From an optimization exercise on the open Yosys and OpenROAD flow, aimed at small area, a short achievable clock period and few clock cycles per item; shortcuts taken in it are not production practice. Where RTL was checked, it was by simulation tests only, not by an equivalence proof against the original.

== v6 ==
==> flow/design.v <==
module fe_rms (
    input  wire        clk,
    input  wire        rst_n,
    input  wire        start,
    input  wire [63:0] sum,      
    input  wire [31:0] count,    
    output wire        in_ready,
    output reg         out_valid,
    output wire [31:0] rms
);
    reg        dbusy;
    reg [4:0]  dcnt;
    reg [31:0] drem;       
    reg [39:0] dq;         
    reg [31:0] dn;         
    reg        dz;         
    reg        dn18;       
    reg  ready;            
    wire dlast = (dcnt == 5'd28);    
    assign in_ready = ready;
    wire [33:0] tq = {drem, dq[39:38]};
    wire [33:0] d1, d2;
    wire        ge1, ge2;
    fe_rms_sub #(.W(34)) u_sub1 (.a(tq), .b({2'b0, dn}), .d(d1), .ge(ge1));
    fe_rms_sub #(.W(34)) u_sub2 (.a(tq), .b({1'b0, dn, 1'b0}), .d(d2), .ge(ge2));
    wire [34:0] ta = {1'b0, tq};
    wire [34:0] tb = ~{3'b0, dn};
    wire [34:0] tc = ~{2'b0, dn, 1'b0};
    wire [34:0] cx = ta ^ tb ^ tc;
    wire [34:0] cc = (ta & tb) | (ta & tc) | (tb & tc);
    wire [34:0] d3;
    fe_rms_add #(.W(35)) u_add3 (.a(cx), .b({cc[33:0], 1'b1}), .ci(1'b1), .s(d3));
    wire        ge3 = !d3[34];
    wire        q1  = ge2;
    wire        q2  = ge3 || (ge1 && !ge2);
    wire [31:0] r2  = ge3 ? d3[31:0] : ge2 ? d2[31:0] : ge1 ? d1[31:0] : tq[31:0];
    wire        z0  = (tq[31:18] == 14'd0);
    wire        z1  = (d1[31:18] == 14'd0);
    wire        z2  = (d2[31:18] == 14'd0);
    wire        z3  = (d3[31:18] == 14'd0);
    wire        rz  = dn18 && (ge3 ? z3 : ge2 ? z2 : ge1 ? z1 : z0);
    always @(posedge clk) begin
        if (in_ready) begin
            drem <= sum[63:40];
            dq   <= sum[39:0];
            dn   <= count;
            dz   <= (count == 32'd0);
            dn18 <= (count[17:0] == 18'd0);
            dcnt <= 5'd0;
        end else begin
            drem <= r2;
            dq   <= {dq[37:0], 2'b00};
            dcnt <= dcnt + 5'd1;
        end
        if (!rst_n) begin
            dbusy <= 1'b0;
            ready <= 1'b1;
        end else if (in_ready) begin
            dbusy <= start;
            ready <= !start;
        end else begin
            ready <= (dcnt == 5'd27);
        end
    end
    reg        sv;         
    reg        sfirst;     
    reg        ssecond;    
    reg [1:0]  qp0;        
    reg        slast;      
    reg [1:0]  qp;
    reg        pnz;        
    always @(posedge clk) begin
        qp     <= dz ? 2'b00 : {q1, q2};
        sfirst <= (dcnt == 5'd0);
        slast  <= dlast;
        qp0    <= qp;
        ssecond <= sfirst;
        if (dlast)
            pnz <= !rz;
        if (!rst_n)
            sv <= 1'b0;
        else
            sv <= dbusy;
    end
    reg [29:0] srem;       
    reg [28:0] root;
    wire [31:0] ssh = {srem, qp};
    wire [28:0] rt  = root;
    wire [31:0] sdf;
    wire        sb;
    fe_rms_sub #(.W(32)) u_sub3 (.a(ssh), .b({1'b0, rt[28:0], 2'b01}), .d(sdf), .ge(sb));
    wire [29:0] sr  = sb ? sdf[29:0] : ssh[29:0];
    wire [1:0]  f0s = qp0 - {1'b0, qp0 != 2'b00};        
    wire        f0b = (qp0 != 2'b00);                    
    wire [3:0]  f1h = {f0s, qp};
    wire [3:0]  f1t = {1'b0, f0b, 2'b01};
    wire        f1b = (f1h >= f1t);                      
    wire [3:0]  f1s = f1b ? f1h - f1t : f1h;             
    reg         srnd;      
    wire        inc = root[0] && !(!pnz && srem == 30'd0 && !root[1]);
    always @(posedge clk) begin
        if (ssecond)
            srem <= {27'd0, f1s[2:0]};
        else
            srem <= sr;
        if (srnd)
            root <= {1'b0, root[28:1]} + {28'd0, inc};
        else if (ssecond)
            root <= {27'd0, f0b, f1b};
        else
            root <= {rt[27:0], sb};
        if (!rst_n) begin
            srnd      <= 1'b0;
            out_valid <= 1'b0;
        end else begin
            srnd      <= sv && slast;
            out_valid <= srnd;
        end
    end
    assign rms = {3'd0, root};
endmodule
module fe_rms_sub #(
    parameter W = 33
) (
    input  wire [W-1:0] a,
    input  wire [W-1:0] b,
    output wire [W-1:0] d,
    output wire         ge
);
    localparam L = (W > 32) ? 6 : (W > 16) ? 5 : (W > 8) ? 4 : (W > 4) ? 3 : 2;
    wire [W-1:0] p = a ^ ~b;
    wire [W-1:0] g = a & ~b;
    wire [W-1:0] G [0:L];
    wire [W-1:0] P [0:L];
    assign G[0] = {g[W-1:1], g[0] | p[0]};
    assign P[0] = p;
    genvar l, i;
    generate
        for (l = 0; l < L; l = l + 1) begin : g_lvl
            for (i = 0; i < W; i = i + 1) begin : g_bit
                if ((i >> l) & 1) begin : g_op
                    localparam integer K = ((i >> l) << l) - 1;
                    assign G[l+1][i] = G[l][i] | (P[l][i] & G[l][K]);
                    assign P[l+1][i] = P[l][i] & P[l][K];
                end else begin : g_pass
                    assign G[l+1][i] = G[l][i];
                    assign P[l+1][i] = P[l][i];
                end
            end
        end
    endgenerate
    assign d  = p ^ {G[L][W-2:0], 1'b1};
    assign ge = G[L][W-1];
endmodule
module fe_rms_add #(
    parameter W = 35
) (
    input  wire [W-1:0] a,
    input  wire [W-1:0] b,
    input  wire         ci,
    output wire [W-1:0] s
);
    localparam L = (W > 32) ? 6 : (W > 16) ? 5 : (W > 8) ? 4 : (W > 4) ? 3 : 2;
    wire [W-1:0] p = a ^ b;
    wire [W-1:0] g = a & b;
    wire [W-1:0] G [0:L];
    wire [W-1:0] P [0:L];
    assign G[0] = {g[W-1:1], g[0] | (p[0] & ci)};
    assign P[0] = p;
    genvar l, i;
    generate
        for (l = 0; l < L; l = l + 1) begin : g_lvl
            for (i = 0; i < W; i = i + 1) begin : g_bit
                if ((i >> l) & 1) begin : g_op
                    localparam integer K = ((i >> l) << l) - 1;
                    assign G[l+1][i] = G[l][i] | (P[l][i] & G[l][K]);
                    assign P[l+1][i] = P[l][i] & P[l][K];
                end else begin : g_pass
                    assign G[l+1][i] = G[l][i];
                    assign P[l+1][i] = P[l][i];
                end
            end
        end
    endgenerate
    assign s = p ^ {G[L][W-2:0], ci};
endmodule
Settings: LEC_CHECK=0, ABC_AREA=1, CAP_MARGIN=20, CORE_MARGIN=2, CORE_UTILIZATION=40, SLEW_MARGIN=20; clock period 10.0 ns.
standard.sh (not shown) runs the stock make flow with config.mk's settings and CLKGATE_MAP_FILE= SYNTH_SCRIPT=/design/flow/synth_recipe.tcl, a recipe that flattens the netlist after the stock synthesis.
==> flow/flow/run.sh <==
#!/bin/bash
# Layout flow: the standard flow (its synthesis, floorplan, power grid,
# tap cells, placement, clock tree and routing), with two changes made through
# ORFS variables: timing repair aims at a setup slack of 6.8 ns instead of
# 0 ns, and the input and output ports are buffered with sky130_fd_sc_hd__buf_1.
# standard.sh's output goes to standard.log; ORFS keeps each step's log under
# orfs/logs/.
set -euo pipefail
export SETUP_SLACK_MARGIN=6.8
export BUFFER_PORTS_ARGS="-buffer_cell sky130_fd_sc_hd__buf_1"
bash standard.sh > standard.log 2>&1
v6: no failed stages, no open violations at the end
Relative to v6, the following input files were edited for v7:
==> flow/design.v, changed modules only <==
module fe_rms (
    input  wire        clk,
    input  wire        rst_n,
    input  wire        start,
    input  wire [63:0] sum,      
    input  wire [31:0] count,    
    output wire        in_ready,
    output reg         out_valid,
    output wire [31:0] rms
);
    reg        dbusy;
    reg [4:0]  dcnt;
    reg [31:0] drem;       
    reg [39:0] dq;         
    reg [31:0] dn;         
    reg        dz;         
    reg  ready;            
    wire dlast = (dcnt == 5'd28);    
    wire dfin  = (dcnt == 5'd29);    
    assign in_ready = ready;
    wire load = !dbusy || dfin;
    wire [33:0] tq = {drem, dq[39:38]};
    wire [33:0] d1, d2;
    wire        ge1, ge2;
    fe_rms_sub #(.W(34)) u_sub1 (.a(tq), .b({2'b0, dn}), .d(d1), .ge(ge1));
    fe_rms_sub #(.W(34)) u_sub2 (.a(tq), .b({1'b0, dn, 1'b0}), .d(d2), .ge(ge2));
    wire [34:0] ta = {1'b0, tq};
    wire [34:0] tb = ~{3'b0, dn};
    wire [34:0] tc = ~{2'b0, dn, 1'b0};
    wire [34:0] cx = ta ^ tb ^ tc;
    wire [34:0] cc = (ta & tb) | (ta & tc) | (tb & tc);
    wire [34:0] d3;
    fe_rms_add #(.W(35)) u_add3 (.a(cx), .b({cc[33:0], 1'b1}), .ci(1'b1), .s(d3));
    wire        ge3 = !d3[34];
    wire        q1  = ge2;
    wire        q2  = ge3 || (ge1 && !ge2);
    wire [31:0] r2  = ge3 ? d3[31:0] : ge2 ? d2[31:0] : ge1 ? d1[31:0] : tq[31:0];
    always @(posedge clk) begin
        if (load) begin
            drem <= sum[63:40];
            dq   <= sum[39:0];
            dn   <= count;
            dz   <= (count == 32'd0);
            dcnt <= 5'd0;
        end else begin
            drem <= r2;
            dq   <= {dq[37:0], 2'b00};
            dcnt <= dcnt + 5'd1;
        end
        if (!rst_n) begin
            dbusy <= 1'b0;
            ready <= 1'b1;
        end else if (in_ready) begin
            dbusy <= start;
            ready <= !start;
        end else begin
            ready <= dlast;
        end
    end
    reg        sv;         
    reg        sfirst;     
    reg        slast;      
    reg [1:0]  qp;
    reg        pnz;        
    always @(posedge clk) begin
        qp     <= dz ? 2'b00 : {q1, q2};
        sfirst <= (dcnt == 5'd0);
        slast  <= dlast;
        if (dfin)
            pnz <= (drem != 32'd0);
        if (!rst_n)
            sv <= 1'b0;
        else
            sv <= dbusy && !dfin;
    end
    reg [29:0] srem;       
    reg [28:0] root;
    wire [31:0] ssh = {srem, qp};
    wire [28:0] rt  = root;
    wire [31:0] sdf;
    wire        sb;
    fe_rms_sub #(.W(32)) u_sub3 (.a(ssh), .b({1'b0, rt[28:0], 2'b01}), .d(sdf), .ge(sb));
    wire [29:0] sr  = sb ? sdf[29:0] : ssh[29:0];
    reg         srnd;      
    wire        inc = root[0] && !(!pnz && srem == 30'd0 && !root[1]);
    always @(posedge clk) begin
        if (sfirst)
            srem <= {28'd0, qp[1] & qp[0], qp[1] & !qp[0]};
        else
            srem <= sr;
        if (srnd)
            root <= {1'b0, root[28:1]} + {28'd0, inc};
        else if (sfirst)
            root <= {28'd0, qp != 2'b00};
        else
            root <= {rt[27:0], sb};
        if (!rst_n) begin
            srnd      <= 1'b0;
            out_valid <= 1'b0;
        end else begin
            srnd      <= sv && slast;
            out_valid <= srnd;
        end
    end
    assign rms = {3'd0, root};
endmodule
Results
v7 ends up with a layout inverter count without the clock tree that is 5 lower than in v6.
Cmp v7 vs v6: last weighted congestion value of the routability-driven placer higher in v7
Sort v6 and v7 by fraction of layout instances using a drive strength above 1 desc -> top: v6
Measured against each other, v6 and v7 differ in synthesis-to-layout area growth, the lower figure coming from v7.
When v7 is set beside v6, its stage delay of the slowest cell on the critical path turns out to be 0.36 ns larger.
v7 reached the final stage; the timing, design-rule and antenna checks on its layout passed.
v7 vs v6: number of flip-flops and latches in the synthesized netlist down in v7
Testbench counts of v7, summed over its fixed seeds: cycles 48,016, items 1,600.
Function not checked in v6: the RTL went through the layout flow alone.

-- what the ideal ports hide --
No port has a modelled driver above. Below, the same layouts with a new extraction and two added sets of constraints. Step 1, drivers: a clkbuf_16 drives clk and a buf_2 each remaining input, both assumed. Step 2 adds t to the input delays and takes it off the output delays; t is the mean of the earliest and latest rising clock arrival at the registers after step 1. Input paths then give back, and output paths get back, about the clock's delay inside the block. Three values: ideal ports, drivers, drivers and shift; two values: the first two.
run	shift t [ns]	slack for setup (ns)	worst register clock-pin slew, ns
v6	0.500	6.770 / 6.770 / 6.475	0.08 / 0.08
v7	0.504	6.807 / 6.815 / 6.334	0.08 / 0.08
After both steps setup and hold are still met in every run listed. For v7, which loses most, drivers alone change the setup slack by +0.008 ns; drivers and shift together by -0.473 ns.
